Background: an optimization exercise with open tools, aiming at small area, a short achievable clock period and few clock cycles. Do not read the settings as production practice. The RTL of this run was laid out without a check of its function. Power and IR drop assume default switching activity.

[flow/design.v]
module police_meter #(
    parameter M  = 8,            
    parameter MW = 3             
) (
    input  wire        clk,
    input  wire        rst,
    input  wire        req_valid,
    output wire        req_ready,
    input  wire [1:0]  req_op,         
    input  wire [MW-1:0] req_meter,
    input  wire [47:0] req_time,       
    input  wire [13:0] req_len,        
    input  wire [7:0]  req_event,      
    input  wire [23:0] req_rate,       
    input  wire [20:0] req_burst,      
    input  wire        req_mode,       
    input  wire [5:0]  req_overhead,   
    input  wire [7:0]  req_open_id,    
    input  wire [7:0]  req_close_id,   
    input  wire [2:0]  req_flags,      
    output reg         resp_valid,
    output reg  [1:0]  resp_code,      
    output reg  [71:0] resp_tat,
    output reg  [M-1:0] resp_gates
);
    localparam OP_FRAME  = 2'd0;
    localparam OP_EVENT  = 2'd1;
    localparam OP_COMMIT = 2'd2;
    localparam OP_REMOVE = 2'd3;
    reg  [71:0]  tat   [0:M-1];
    reg  [46:0]  tper  [0:M-1];    
    reg  [66:0]  btv   [0:M-1];    
    reg  [5:0]   xoh   [0:M-1];    
    reg  [7:0]   oid   [0:M-1];
    reg  [7:0]   cid   [0:M-1];
    reg  [M-1:0] gctl;
    reg  [M-1:0] present;
    reg  [M-1:0] gate;             
    reg          rdy;
    reg          s0_v;
    reg  [1:0]   s0_op;
    reg  [MW-1:0] s0_m;
    reg  [47:0]  s0_time;
    reg  [13:0]  s0_len;
    reg  [7:0]   s0_ev;
    reg  [23:0]  s0_rate;
    reg  [20:0]  s0_burst;
    reg          s0_mode;
    reg  [5:0]   s0_oh;
    reg  [7:0]   s0_oid;
    reg  [7:0]   s0_cid;
    reg  [2:0]   s0_flags;
    assign req_ready = rdy;
    wire acc_commit = req_valid && rdy && req_op == OP_COMMIT;
    always @(posedge clk) begin
        if (rdy) begin
            s0_op    <= req_op;
            s0_m     <= req_meter;
            s0_time  <= req_time;
            s0_len   <= req_len;
            s0_ev    <= req_event;
            s0_rate  <= req_rate;
            s0_burst <= req_burst;
            s0_mode  <= req_mode;
            s0_oh    <= req_overhead;
            s0_oid   <= req_open_id;
            s0_cid   <= req_close_id;
            s0_flags <= req_flags;
        end
    end
    reg          dv_first;         
    reg          dv_run;           
    reg          dv_fin;           
    reg  [4:0]   dv_cnt;           
    reg  [23:0]  dv_rem;
    reg  [47:0]  dv_q;             
    reg  [66:0]  dv_p;             
    wire [47:0]  dv_n48 = {1'b0, 23'd6400000, 1'b0, s0_rate[23:1]};
    reg  [23:0]  dv_rem0;
    reg  [47:0]  dv_q0;
    reg  [4:0]   dv_n0;
    always @* begin
        if (s0_rate > 24'd6400000) begin
            dv_rem0 = dv_n48[47:24]; dv_q0 = {dv_n48[23:0], 24'd0}; dv_n0 = 5'd10;
        end else if (s0_rate > 24'd25000) begin
            dv_rem0 = {8'd0, dv_n48[47:32]}; dv_q0 = {dv_n48[31:0], 16'd0}; dv_n0 = 5'd14;
        end else if (s0_rate > 24'd97) begin
            dv_rem0 = {16'd0, dv_n48[47:40]}; dv_q0 = {dv_n48[39:0], 8'd0}; dv_n0 = 5'd18;
        end else begin
            dv_rem0 = 24'd0; dv_q0 = dv_n48; dv_n0 = 5'd22;
        end
    end
    wire [23:0]  st_rem = dv_first ? dv_rem0 : dv_rem;
    wire [47:0]  st_q   = dv_first ? dv_q0   : dv_q;
    wire [24:0]  st_t1  = {st_rem, st_q[47]} - {1'b0, s0_rate};
    wire [23:0]  st_r1  = st_t1[24] ? {st_rem[22:0], st_q[47]} : st_t1[23:0];
    wire [24:0]  st_t2  = {st_r1, st_q[46]} - {1'b0, s0_rate};
    wire [23:0]  st_r2  = st_t2[24] ? {st_r1[22:0], st_q[46]} : st_t2[23:0];
    wire [47:0]  st_qn  = {st_q[45:0], !st_t1[24], !st_t2[24]};
    wire [22:0]  pp_add = (dv_q[1] ? {1'b0, s0_burst, 1'b0} : 23'd0) +
                          (dv_q[0] ? {2'b0, s0_burst}       : 23'd0);
    wire [23:0]  pp_lo  = {dv_p[20:0], 2'b00} + {1'b0, pp_add};
    wire [43:0]  pp_hi  = dv_p[64:21] + {43'd0, pp_lo[23]};
    wire [66:0]  pp_next = {pp_hi, pp_lo[22:0]};
    wire [46:0]  c_tper = dv_q[46:0];
    wire         c_chg  = (c_tper != tper[s0_m]) || (pp_next != btv[s0_m]);
    wire         c_ogc  = gctl[s0_m];
    always @(posedge clk) begin
        if (rst) begin
            rdy      <= 1'b1;
            s0_v     <= 1'b0;
            dv_first <= 1'b0;
            dv_run   <= 1'b0;
            dv_fin   <= 1'b0;
        end else begin
            if (rdy) begin
                s0_v <= req_valid;
                if (acc_commit) begin
                    rdy      <= 1'b0;
                    dv_first <= 1'b1;
                end
            end
            dv_fin <= 1'b0;
            if (dv_first || dv_run) begin
                dv_first <= 1'b0;
                dv_rem   <= st_r2;
                dv_q     <= st_qn;
                dv_p     <= dv_first ? 67'd0 : pp_next;
                if (dv_first) begin
                    dv_run <= 1'b1;
                    dv_cnt <= dv_n0;
                end else begin
                    dv_cnt <= dv_cnt - 5'd1;
                    if (dv_cnt == 5'd0) begin
                        dv_run <= 1'b0;
                        dv_fin <= 1'b1;
                        rdy    <= 1'b1;
                    end
                end
            end
            if (dv_fin) begin
                tper[s0_m] <= c_tper;
                btv[s0_m]  <= pp_next;
                xoh[s0_m]  <= s0_mode ? s0_oh : 6'd0;
                oid[s0_m]  <= s0_oid;
                cid[s0_m]  <= s0_cid;
                gctl[s0_m] <= s0_flags[0];
            end
        end
    end
    reg          s1_v;
    reg  [1:0]   s1_op;
    reg  [MW-1:0] s1_m;
    reg  [47:0]  s1_time;
    reg  [7:0]   s1_ev;            
    reg  [14:0]  s1_x;
    reg  [46:0]  s1_t;
    always @(posedge clk) begin
        if (rst)
            s1_v <= 1'b0;
        else
            s1_v <= s0_v && (s0_op != OP_COMMIT || dv_fin);
        s1_op   <= s0_op;
        s1_m    <= s0_m;
        s1_time <= s0_time;
        s1_ev   <= (s0_op == OP_COMMIT) ? {3'd0, c_ogc, c_chg, s0_flags} : s0_ev;
        s1_x    <= (s0_op == OP_COMMIT) ? 15'd0 : {1'b0, s0_len} + {9'd0, xoh[s0_m]};
        s1_t    <= tper[s0_m];
    end
    reg          s2_v;
    reg  [1:0]   s2_op;
    reg  [MW-1:0] s2_m;
    reg  [47:0]  s2_time;
    reg  [7:0]   s2_ev;
    reg  [61:0]  s2_xt;
    always @(posedge clk) begin
        if (rst)
            s2_v <= 1'b0;
        else
            s2_v <= s1_v;
        s2_op   <= s1_op;
        s2_m    <= s1_m;
        s2_time <= s1_time;
        s2_ev   <= s1_ev;
        s2_xt   <= s1_x * s1_t;
    end
    reg          s3_v;
    reg  [1:0]   s3_op;
    reg  [MW-1:0] s3_m;
    reg  [47:0]  s3_time;
    reg  [4:0]   s3_cf;            
    reg  [M-1:0] s3_eo;            
    reg  [M-1:0] s3_ec;            
    reg  [61:0]  s3_xt;
    reg  [71:0]  s3_d;             
    reg          s3_c2;            
    reg  [71:0]  s3_tat;           
    wire [66:0]  s2_bt  = btv[s2_m];
    wire [71:0]  s2_now = {s2_time, 24'd0};
    reg  [71:0]  s4_result;
    integer k;
    always @(posedge clk) begin
        if (rst)
            s3_v <= 1'b0;
        else
            s3_v <= s2_v;
        s3_op   <= s2_op;
        s3_m    <= s2_m;
        s3_time <= s2_time;
        s3_cf   <= s2_ev[4:0];
        for (k = 0; k < M; k = k + 1) begin
            s3_eo[k] <= gctl[k] && oid[k] == s2_ev;
            s3_ec[k] <= gctl[k] && cid[k] == s2_ev;
        end
        s3_xt   <= s2_xt;
        s3_d    <= s2_now + {5'd0, s2_bt} - {10'd0, s2_xt};
        s3_c2   <= {5'd0, s2_xt} <= s2_bt;
        s3_tat  <= (s3_v && s3_m == s2_m) ? s4_result : tat[s2_m];
    end
    wire [71:0]  s3_now   = {s3_time, 24'd0};
    wire         s4_ge    = s3_tat[71:24] >= s3_time;
    wire         s4_le    = s3_tat <= s3_d;
    wire         s4_conf  = s3_c2 && (!s4_ge || s4_le);
    wire [71:0]  s4_base  = s4_ge ? s3_tat : s3_now;
    wire [71:0]  s4_new   = s4_base + {10'd0, s3_xt};
    wire         s4_pres  = present[s3_m];
    wire         s4_gate  = gate[s3_m];
    wire         s4_pass  = s4_pres && s4_gate && s4_conf;
    wire         s4_cwr   = !s4_pres || s3_cf[3];
    wire [71:0]  s4_ctat  = s3_cf[2] ? s3_now : s3_d;
    wire         s4_cgate = !s4_pres      ? (s3_cf[0] ? s3_cf[1] : 1'b1) :
                            !s3_cf[0]     ? 1'b1 :
                            !s3_cf[4]     ? s3_cf[1] :
                                            s4_gate;
    wire [M-1:0] s4_sel   = {{(M-1){1'b0}}, 1'b1} << s3_m;
    reg  [M-1:0] gate_nx;
    reg  [M-1:0] present_nx;
    reg  [1:0]   code_nx;
    reg  [71:0]  rtat_nx;
    always @* begin
        gate_nx    = gate;
        present_nx = present;
        code_nx    = 2'd0;
        rtat_nx    = 72'd0;
        s4_result  = s3_tat;
        case (s3_op)
            OP_FRAME: begin
                code_nx = !s4_pres ? 2'd3 : !s4_gate ? 2'd1 : s4_conf ? 2'd0 : 2'd2;
                if (s4_pass)
                    s4_result = s4_new;
                rtat_nx = s4_pres ? s4_result : 72'd0;
            end
            OP_EVENT: begin
                for (k = 0; k < M; k = k + 1)
                    if (present[k]) begin
                        if (s3_eo[k] && s3_ec[k])
                            gate_nx[k] = !gate[k];
                        else if (s3_eo[k])
                            gate_nx[k] = 1'b1;
                        else if (s3_ec[k])
                            gate_nx[k] = 1'b0;
                    end
            end
            OP_COMMIT: begin
                if (s4_cwr)
                    s4_result = s4_ctat;
                rtat_nx    = s4_result;
                present_nx = present | s4_sel;
                gate_nx    = s4_cgate ? (gate | s4_sel) : (gate & ~s4_sel);
            end
            default: begin
                present_nx = present & ~s4_sel;
                gate_nx    = gate & ~s4_sel;
            end
        endcase
    end
    always @(posedge clk) begin
        if (rst) begin
            resp_valid <= 1'b0;
            present    <= {M{1'b0}};
            gate       <= {M{1'b0}};
        end else begin
            resp_valid <= s3_v;
            if (s3_v) begin
                present <= present_nx;
                gate    <= gate_nx;
                tat[s3_m] <= s4_result;
            end
        end
        resp_code  <= code_nx;
        resp_tat   <= rtat_nx;
        resp_gates <= gate_nx;
    end
endmodule
[flow/run.sh]
#!/bin/bash
# synth_recipe.tcl (not shown) runs the flow's synth.tcl, then flattens the netlist and writes it again
# the make line also repeats each setting of config.mk as NAME=value (left out here)
make -C /OpenROAD-flow-scripts/flow DESIGN_CONFIG=/design/flow/config.mk WORK_HOME=/design/flow/orfs CLKGATE_MAP_FILE= SYNTH_SCRIPT=/design/flow/synth_recipe.tcl finish
[flow/config.mk]
export PLATFORM = sky130hd
export DESIGN_NAME = police_meter
export DESIGN_NICKNAME = police_meter
export VERILOG_FILES = /design/flow/design.v
export SDC_FILE = /design/flow/constraint.sdc
export NUM_CORES = 4
export LEC_CHECK = 0
export CAP_MARGIN = 20
export CORE_MARGIN = 2
export CORE_UTILIZATION = 40
export SLEW_MARGIN = 20
[flow/constraint.sdc]
create_clock -name core_clock -period 22.0 [get_ports {clk}]
set_input_delay 4.4000 -clock core_clock [delete_from_list [all_inputs] [get_ports {clk}]]
set_output_delay 4.4000 -clock core_clock [all_outputs]
set_load 0.01 [all_outputs]
==> results.txt <==
[cell families (layout without fill, tap and decap cells)]
group / after synthesis / after routing / share of synthesized area
other: 0 / 14 / 0
DFF: 2597 / 2597 / 0.5114
xor gates and xnor gates: 521 / 521 / 0.03346
adders and majority gates: 1199 / 1199 / 0.1418
muxes: 914 / 914 / 0.1099
AOI/OAI and AO/OA: 1584 / 1584 / 0.07350
and+or+nand+nor: 2489 / 2489 / 0.08672
buffers and inverters: 1541 / 1954 / 0.04326
[final timing paths]
path | startpoint | end | slack (ns) | cells after the start
worst min-delay path | s1_time[30] | s2_time[30] | 0.31 | 0
worst max-delay path | s0_rate[20] | dv_rem[4] | 12.06 | 32
worst min register to register | s1_time[30] | s2_time[30] | 0.31 | 0
worst max register to register | s0_rate[20] | dv_rem[4] | 12.06 | 32
[sequential cells by signal (all words and copies together), names as in the netlist, 62 cells and up, named ones only]
signal and flops:
s3_xt 62, resp_tat 72, tat 576, s3_tat 72, oid 64, tper 376
btv 536, cid 64, dv_p 65, s2_xt 62, s3_d 72
[worst reg2reg max path, delay by kind of cell (launching register included)]
family                     cells  cell delay (ns)
and+or+nand+nor                9             2.01
adders and majority gates      3             1.06
buffers and inverters          2             0.59
AOI/OAI and AO/OA             15             4.03
DFF                            1             0.40
muxes                          1             0.43
xor gates and xnor gates       2             1.17
[layout make-up]
class / count / share of cell area
tap: 4599 / 0.03659
antenna: 14 / 0.0002228
clock buffer: 364 / 0.05015
sequential: 2597 / 0.4557
multi-input combinational: 6707 / 0.3982
clock inverter: 157 / 0.01069
timing repair buffer: 409 / 0.02397
inverter: 1024 / 0.02446
[routing by layer]
layer / share of wire / vias to the layer above / routed length [um] / global-route usage
li1: - / 39370 / - / -
met1: 0.44 / 46030 / 180000 / 0.3282
met2: 0.45 / 3540 / 186500 / 0.3587
met3: 0.074 / 640 / 30480 / 0.03283
met4: 0.032 / 4 / 13090 / 0.06941
met5: 0.000063 / - / 26 / 0
[per-stage QoR]
| step | std cells | power [uW] | cell area, um2 | hold WS [ns] |
|---|---|---|---|---|
| 6_report | 15870 | 26730 | 157200 | 0.3098 |
| 5_1_grt | 15860 | 28690 | 157200 | 0.3142 |
| 4_1_cts | 15850 | 26800 | 157100 | 0.3097 |
| 3_5_place_dp | 15330 | 21830 | 147600 | 0.3121 |
| 3_3_place_gp | 15330 | 21650 | 147500 | 0.3111 |
| 2_1_floorplan | 10850 | 16980 | 140000 | 0.3096 |
[cells in the mapped netlist (225+ instances only)]
| master | instances | area share |
|---|---|---|
| and2_1 | 408 | 0.018 |
| mux4_2 | 488 | 0.078 |
| clkbuf_1 | 369 | 0.0099 |
| o21ai_0 | 318 | 0.011 |
| nor2_1 | 414 | 0.011 |
| xor2_1 | 225 | 0.014 |
| inv_1 | 1021 | 0.027 |
| ha_1 | 553 | 0.049 |
| nand2_1 | 943 | 0.025 |
| edfxtp_1 | 1960 | 0.42 |
| xnor2_1 | 287 | 0.018 |
| dfxtp_1 | 637 | 0.091 |
| mux2i_1 | 341 | 0.024 |
| a21oi_1 | 438 | 0.016 |
| fa_1 | 646 | 0.092 |
[power groups by stage]
| stage | Combinational (uW) | Clock, uW | Sequential, uW |
|---|---|---|---|
| after floorplan | 10900 | 0 | 6090 |
| after global placement | 15300 | 0 | 6320 |
| after detailed placement | 15500 | 0 | 6330 |
| after CTS | 15600 | 4950 | 6230 |
| after global routing | 17300 | 5130 | 6260 |
| final | 15600 | 4870 | 6230 |
==> impl_metrics.env <==
export IMPL_status="complete, no violations"
export IMPL_drive_gt1_frac=0.1160
export IMPL_maxCapViolCount=0
export IMPL_dpl_worst_slack_ns=12.18
export IMPL_yosysSeqAreaShare=0.5114
export IMPL_cpPeakStageDelay_ns=0.82
export IMPL_grt_max_degree=129
export IMPL_ant_nets=0
export IMPL_io_pins=233
export IMPL_port_buffers=232
export IMPL_cp_end_kind="flop"
export IMPL_fin_ws_ns=12.06
export IMPL_synth_seq_cells=2597
export IMPL_cts_buffer_depth=4
export IMPL_initial_utilization=0.4014
export IMPL_required_ns=22.65
export IMPL_synth_ff_type="edfxtp_1"
export IMPL_power_switching_uw=12100
export IMPL_crit_path_max_fanout=27
export IMPL_dieArea_um2=354800
export IMPL_crit_top_cell="nor2_1"
export IMPL_cp_num_buf_inv=2
export IMPL_dr_pass1_iters=6
export IMPL_p_int_uw=14620
export IMPL_post_synth_num_cell_types=112
export IMPL_drtIter0Drc=8369
export IMPL_clock_skew_ns=0.04658
export IMPL_cts_made_buffers=288
export IMPL_area_growth_pct=12.29
export IMPL_rows=217
export IMPL_cts_setup_buffers=0
export IMPL_fmax_ghz=0.1006
export IMPL_peakVddDrop_v=0.0004877
export IMPL_multi_input_area_um2=62620
export IMPL_drc=0
export IMPL_tns_ns=0
export IMPL_die_w_um=595.7
export IMPL_holdCritPathClass="flop to flop"
export IMPL_grt_overflow_total=0
export IMPL_grt_pass1_wl_mm=606.6
export IMPL_p_per_area_nw_per_um2=170.0
export IMPL_rsz0062_at_grt="false"
export IMPL_critPathLaunchType="flop"
export IMPL_gp_congestion=0.9303
export IMPL_path_clk_slew_ns=0.06
export IMPL_clk_latency_ns=0.92
export IMPL_hpwlAfterDp_mm=294.4
export IMPL_synthArstFlopShare=0
export IMPL_final_core_util=0.4507
export IMPL_pwr_share_comb=0.585
export IMPL_drt_total_wl_mm=410.2
export IMPL_syn_cell_area_um2=140000
export IMPL_grt_pass1_vias=90990
export IMPL_clockRootBuffer="clkbuf_16"
export IMPL_grt_total_usage=0.2284
export IMPL_fin_crit_ns=9.936
export IMPL_antenna_found_initial=38
export IMPL_num_fill_cells=30980
export IMPL_finalHoldViolCount=0
export IMPL_critPathKind="flop to flop"
export IMPL_slew_headroom=0.1473
export IMPL_cp_arrival_ns=10.59
export IMPL_cts_repair_resized=0
export IMPL_layout_commonest_cell="edfxtp_1"
export IMPL_switching_share=0.4529
export IMPL_drv_slew=0
export IMPL_worstMarginPinSlew_ns=1.244
export IMPL_die_h_um=595.7
export IMPL_layout_cells_most_common_list="edfxtp_1, inv_1, nand2_1"
export IMPL_htree_num_levels=5
export IMPL_via_count=89590
export IMPL_cts_hold_fix_buffers=0
export IMPL_cts_tree="yes"
export IMPL_nets=12380
export IMPL_coreArea_um2=348900
export IMPL_syn_inst=10850
export IMPL_leakage_uw=0.06012
export IMPL_p_seq_frac=0.233
export IMPL_routed_via_density=5.645
export IMPL_synth_area_per_cell_um2=12.91
export IMPL_synth_nets=12190
export IMPL_crit_family="compound AO/OA/AOI/OAI gates"
export IMPL_cts_sinks=2597
export IMPL_clock_power_share=0.182
export IMPL_yosysWarnings=1
export IMPL_cp_slowest_cell="xor2_4"
export IMPL_synth_edf_count=1960
export IMPL_wl_per_cell_um=25.84
export IMPL_setup_viol=0
export IMPL_seq_area_um2=71650
export IMPL_period_share=0.4517

[static timing again, ports no longer ideal]
The results above use ideal ports. As a check the final layout listed here was re-extracted and re-timed, cells and wires unchanged. Step 1 (the two cells are an assumption about what drives the block):
set clk [get_ports {clk}]
set_driving_cell -lib_cell sky130_fd_sc_hd__clkbuf_16 $clk
set_driving_cell -lib_cell sky130_fd_sc_hd__buf_2 [delete_from_list [all_inputs] $clk]
Step 2 also shifts input and output timing later by t, the mid clock arrival at the registers, as if the neighbouring blocks saw the same clock. Slacks: ideal ports / drivers / drivers and shift; pairs: ideal ports / drivers.
shift t [ns]: 1.013
setup slack, ns: 12.064 / 12.064 / 12.064
worst setup path after step 2: register to register
After both steps setup and hold are still met in this run. For this run, drivers alone change the setup slack by 0.000 ns; drivers and shift together by 0.000 ns.
